This is an optimization exercise on Yosys and OpenROAD, whose aim is small area, a short achievable clock period and few clock cycles per item, not a production implementation. RTL that was checked went through simulation tests only; none was proved equivalent to the original. Power figures rest on the tool's default switching activity, not on a simulated workload.

Setup of v32:
==> module edge_xing, before the edit <==
module edge_xing (
    input  wire               clk,
    input  wire               rst,
    input  wire               in_valid,
    output wire               in_ready,
    input  wire signed [19:0] in_xa,
    input  wire signed [19:0] in_ya,
    input  wire signed [19:0] in_xb,
    input  wire signed [19:0] in_yb,
    input  wire signed [15:0] in_row,
    output wire               out_valid,
    input  wire               out_ready,
    output wire               out_hit,
    output wire               out_last,
    output wire        [7:0]  out_k,
    output wire               out_dir,
    output wire signed [27:0] out_x
);
    localparam integer I_IDLE = 0, I_PA = 1, I_PB = 2, I_DIV = 3, I_LP = 4,
                       I_FL = 5, I_OUT = 6;
    localparam [6:0] S_IDLE = 7'd1 << I_IDLE;
    reg  [6:0]  st;
    reg         rdy, pend;
    reg         cen;     
    reg  signed [19:0] cxa, cya, cxb, cyb;
    reg  signed [15:0] crow;
    wire        [24:0] tr   = {cyb[8:0], crow};
    wire        [24:0] ss_q = {cya[4:0], cxa};
    wire        [20:0] ss_r = {cxb[5:0], cya[19:5]};
    reg         csw, cxs;    
    reg         neg, dir, hit, last, saved, cp;
    reg         xr_pre;   
    reg  [27:0] q1;      
    reg  [20:0] r1;      
    reg  [19:0] den;     
    reg  [27:0] x;       
    reg  [20:0] r;       
    reg  [7:0]  k;
    reg  [4:0]  kmax;    
    reg  [4:0]  cnt;
    wire acc = in_valid & rdy;
    wire signed [19:0] ylo = csw ? cyb : cya;
    wire signed [19:0] yhi = csw ? cya : cyb;
    wire signed [19:0] xlo = csw ? cxb : cxa;
    wire signed [19:0] xmn = cxs ? cxb : cxa;
    wire signed [19:0] xmx = cxs ? cxa : cxb;
    wire               p_neg = cxs ^ csw;
    wire        [20:0] p_den = {yhi[19], yhi} + ~{ylo[19], ylo} + {20'd0, ~p_neg};
    wire        [20:0] p_adx = {xmx[19], xmx} - {xmn[19], xmn};
    wire signed [21:0] r32 = {{1{crow[15]}}, crow, 5'b0};
    wire signed [21:0] ma = r32 - {{2{ylo[19]}}, ylo};
    wire signed [21:0] mb = r32 - {{2{yhi[19]}}, yhi};
    wire        [21:0] mbn = ~mb;                   
    wire               ma_pos = ~ma[21];           
    wire               p_hit = (cya != cyb) & mb[21] & (ma >= -22'sd31);
    wire        [4:0]  p_kmin = ma_pos ? 5'd0 : -ma[4:0];
    wire        [4:0]  p_kmax = (mbn[21:5] != 17'd0) ? 5'd31 : mbn[4:0];
    wire        [24:0] p_t = ma_pos ? {ma[20:0], 4'b0001} : 25'd1;
    wire               p_small = (p_adx[19:12] == 8'd0);
    wire [21:0] nden = {2'b11, ~den};                
    wire [21:0] ds1  = {r1, q1[27] & st[I_DIV]};
    wire [21:0] dh1  = {1'b0, ds1[21:1]} + nden + {21'd0, ~neg};    
    wire        dq1  = ~dh1[21];
    wire [20:0] ra   = dq1 ? {dh1[19:0], ds1[0]} : ds1[20:0];
    wire [27:0] q1_n = {q1[26:0], dq1};
    wire [21:0] sa = {1'b0, r};
    wire [21:0] sb = {1'b0, r1};
    wire [21:0] s  = sa + sb;
    wire [21:0] ca = {1'b0, sa[21:1]};
    wire [21:0] cb = {1'b0, sb[21:1]};
    wire [21:0] cs = ca ^ cb ^ nden;
    wire [21:0] cc = (ca & cb) | (ca & nden) | (cb & nden);
    wire [21:0] sh = cs + {cc[20:0], sa[0] & sb[0]} + {21'd0, ~neg};
    wire        c  = ~sh[21];
    wire [20:0] r_n = c ? {sh[19:0], s[0]} : s[20:0];
    wire [27:0] xb_ = (q1 & {28{~st[I_FL]}}) ^ {28{neg}};
    wire [27:0] x_n = x + xb_ + {27'd0, cp ^ neg};
    wire        t_last = (tr[24:1] == 24'd0);       
    wire [7:0]  k_inc = k + 8'd1;
    wire       div_end = (cnt == 5'd24);
    wire       out_end = st[I_OUT] & out_ready & last;
    wire [6:0] st_n;
    assign st_n[I_IDLE] = (st[I_IDLE] & ~acc) | (out_end & ~pend & ~acc);
    assign st_n[I_PA]   = (st[I_IDLE] & acc) | (out_end & ~pend & acc);
    assign st_n[I_PB]   = st[I_PA] | (out_end & pend);
    assign st_n[I_DIV]  = (st[I_PB] & p_hit) | (st[I_DIV] & ~div_end);
    assign st_n[I_LP]   = (st[I_DIV] & div_end) | (st[I_LP] & ~t_last);
    assign st_n[I_FL]   = st[I_LP] & t_last;
    assign st_n[I_OUT]  = (st[I_PB] & ~p_hit) | st[I_FL] | (st[I_OUT] & ~out_end);
    wire       pend_n = ~st[I_PA] & ~st[I_PB] & (pend | acc);
    wire       xr_pre_n = st_n[I_PB] | st_n[I_FL] |
                          (st_n[I_LP] & (st[I_LP] ? tr[1] : 1'b1));
    wire       xr_en = xr_pre | (st[I_OUT] & out_ready);
    assign in_ready  = rdy;
    assign out_valid = st[I_OUT];
    assign out_hit   = hit;
    assign out_last  = last;
    assign out_k     = k;
    assign out_dir   = dir;
    assign out_x     = x;
    always @(posedge clk) begin
        if (rst) begin
            st   <= S_IDLE;
            rdy  <= 1'b1;
            pend <= 1'b0;
        end else begin
            st   <= st_n;
            pend <= pend_n;
            rdy  <= st_n[I_IDLE] | (st_n[I_OUT] & ~pend_n);
        end
        cen <= rst | ~(pend_n | st_n[I_PA] | st_n[I_PB] | st_n[I_DIV] |
                       st_n[I_LP] | st_n[I_FL]);
        xr_pre <= xr_pre_n;
        if (xr_en) begin
            x  <= st[I_PB] ? {xlo, 8'd0} : x_n;
            r  <= st[I_PB] ? p_den[20:0] : r_n;
            cp <= ~st[I_PB] & c;
        end
        csw <= (cyb < cya);
        cxs <= (cxb < cxa);
        if (cen) begin
            cxa  <= in_xa;
            cya  <= in_ya;
            cxb  <= in_xb;
            cyb  <= in_yb;
            crow <= in_row;
        end else begin
            if (st[I_PB])
                {cyb[8:0], crow} <= p_t;
            else if (st[I_LP])
                {cyb[8:0], crow} <= {1'b0, tr[24:1]};
            if (st[I_LP] & ~saved)
                {cxb[5:0], cya, cxa} <= {ra, q1_n[24:0]};    
        end
        case (1'b1)
            st[I_PB]: begin
                neg   <= p_neg;
                dir   <= ~csw;
                hit   <= p_hit;
                last  <= 1'b1;
                saved <= 1'b0;
                k     <= {p_kmin, 3'b000};
                kmax  <= p_kmax;
                den   <= p_den[19:0];
                q1    <= p_small ? {p_adx[10:0], 17'd0} : {p_adx[18:0], 9'd0};
                r1    <= {20'd0, p_small ? p_adx[11] : p_adx[19]};
                cnt   <= p_small ? 5'd9 : 5'd1;
            end
            st[I_DIV]: begin
                q1  <= q1_n;
                r1  <= ra;
                cnt <= cnt + 5'd1;
            end
            st[I_LP]: begin
                saved <= 1'b1;
                if (t_last & saved) begin
                    q1 <= {3'b000, ss_q};
                    r1 <= ss_r;
                end else begin
                    q1 <= q1_n;
                    r1 <= ra;
                end
                last <= 1'b0;    
            end
            st[I_OUT]: begin
                if (out_ready) begin
                    k    <= k_inc;
                    last <= (k_inc == {kmax, 3'b111});
                end
            end
            default: ;
        endcase
    end
endmodule
export LEC_CHECK = 0
export CAP_MARGIN = 20
export CORE_MARGIN = 2
export CORE_UTILIZATION = 75
export SLEW_MARGIN = 20
create_clock -name core_clock -period 20.0 [get_ports {clk}]
standard.sh (not shown) runs the stock make flow with config.mk's settings and CLKGATE_MAP_FILE= SYNTH_SCRIPT=/design/flow/synth_recipe.tcl, a recipe that flattens the netlist after the stock synthesis.
==> flow/flow/run.sh <==
#!/bin/bash
# Standard synthesis and layout, with faster port buffers (buf_2 instead of
# the delay-cell buffers that buffer_ports picks by default), timing repair
# aimed well below the 20 ns clock, and no dummy loads in the clock tree.
set -euo pipefail
export BUFFER_PORTS_ARGS="-buffer_cell sky130_fd_sc_hd__buf_2"
export SETUP_SLACK_MARGIN=14.8
export CTS_ARGS="-sink_clustering_enable -repair_clock_nets -dont_use_dummy_load"
bash standard.sh synth > synth.log 2>&1
bash standard.sh finish > layout.log 2>&1
Testbench counts of v32, summed over its fixed seeds: cycles 178,539, edges 960.
Edits applied to the flow inputs when going from v32 to v25:
diff --git a/flow/design.v b/flow/design.v
--- a/flow/design.v
+++ b/flow/design.v
@@ -141,11 +141,11 @@
                 saved <= 1'b0;
                 k     <= {p_kmin, 3'b000};
                 kmax  <= p_kmax;
                 den   <= p_den[19:0];
-                q1    <= p_small ? {p_adx[10:0], 17'd0} : {p_adx[18:0], 9'd0};
-                r1    <= {20'd0, p_small ? p_adx[11] : p_adx[19]};
-                cnt   <= p_small ? 5'd9 : 5'd1;
+                q1    <= p_small ? {p_adx[11:0], 16'd0} : {p_adx[19:0], 8'd0};
+                r1    <= 21'd0;
+                cnt   <= p_small ? 5'd8 : 5'd0;
             end
             st[I_DIV]: begin
                 q1  <= q1_n;
                 r1  <= ra;
[summary]
- Of v25 and v32, v25 shows the lower internal cell power, with v32 above it.
- v25 vs. v32: final non-filler cell total now smaller, fraction of the cycle the final worst path needs comparable, worst hold path cell count now larger, time the final worst path needs with I/O delays and setup now smaller, wire length of the first global-routing pass now smaller.
- v25: flow completed, timing, DRC and antenna clean
For v25, only the layout was checked, not whether the RTL still works.

## separate check: timing with driven ports
How much do the figures lean on ideal ports? The routed layouts below were timed once more, with nothing changed but the port constraints.
Step 1, drivers: a clkbuf_16 drives clk and a buf_2 each remaining input, both assumed.
Step 2, shift: input delay + t, output delay - t, t = (earliest + latest rising clock arrival at the registers) / 2. This alone moves slack from input paths to output paths.
Three values: ideal, step 1, step 2; two values: the first two.
| run | t, ns | setup slack, ns | clock arrival spread, ns | worst slew at a driven data input, ns | cell pins on the clock port's net |
|---|---|---|---|---|---|
| v32 | 0.615 | 14.774 / 14.719 / 14.531 | 0.035 / 0.035 | 0.05 | 1 |
| v25 | 0.604 | 14.786 / 14.731 / 14.490 | 0.027 / 0.026 | 0.07 | 1 |
After both steps setup and hold are still met in every run listed. The setup slack of v25, which loses most, moves by -0.055 ns with the drivers and by -0.296 ns with both steps.
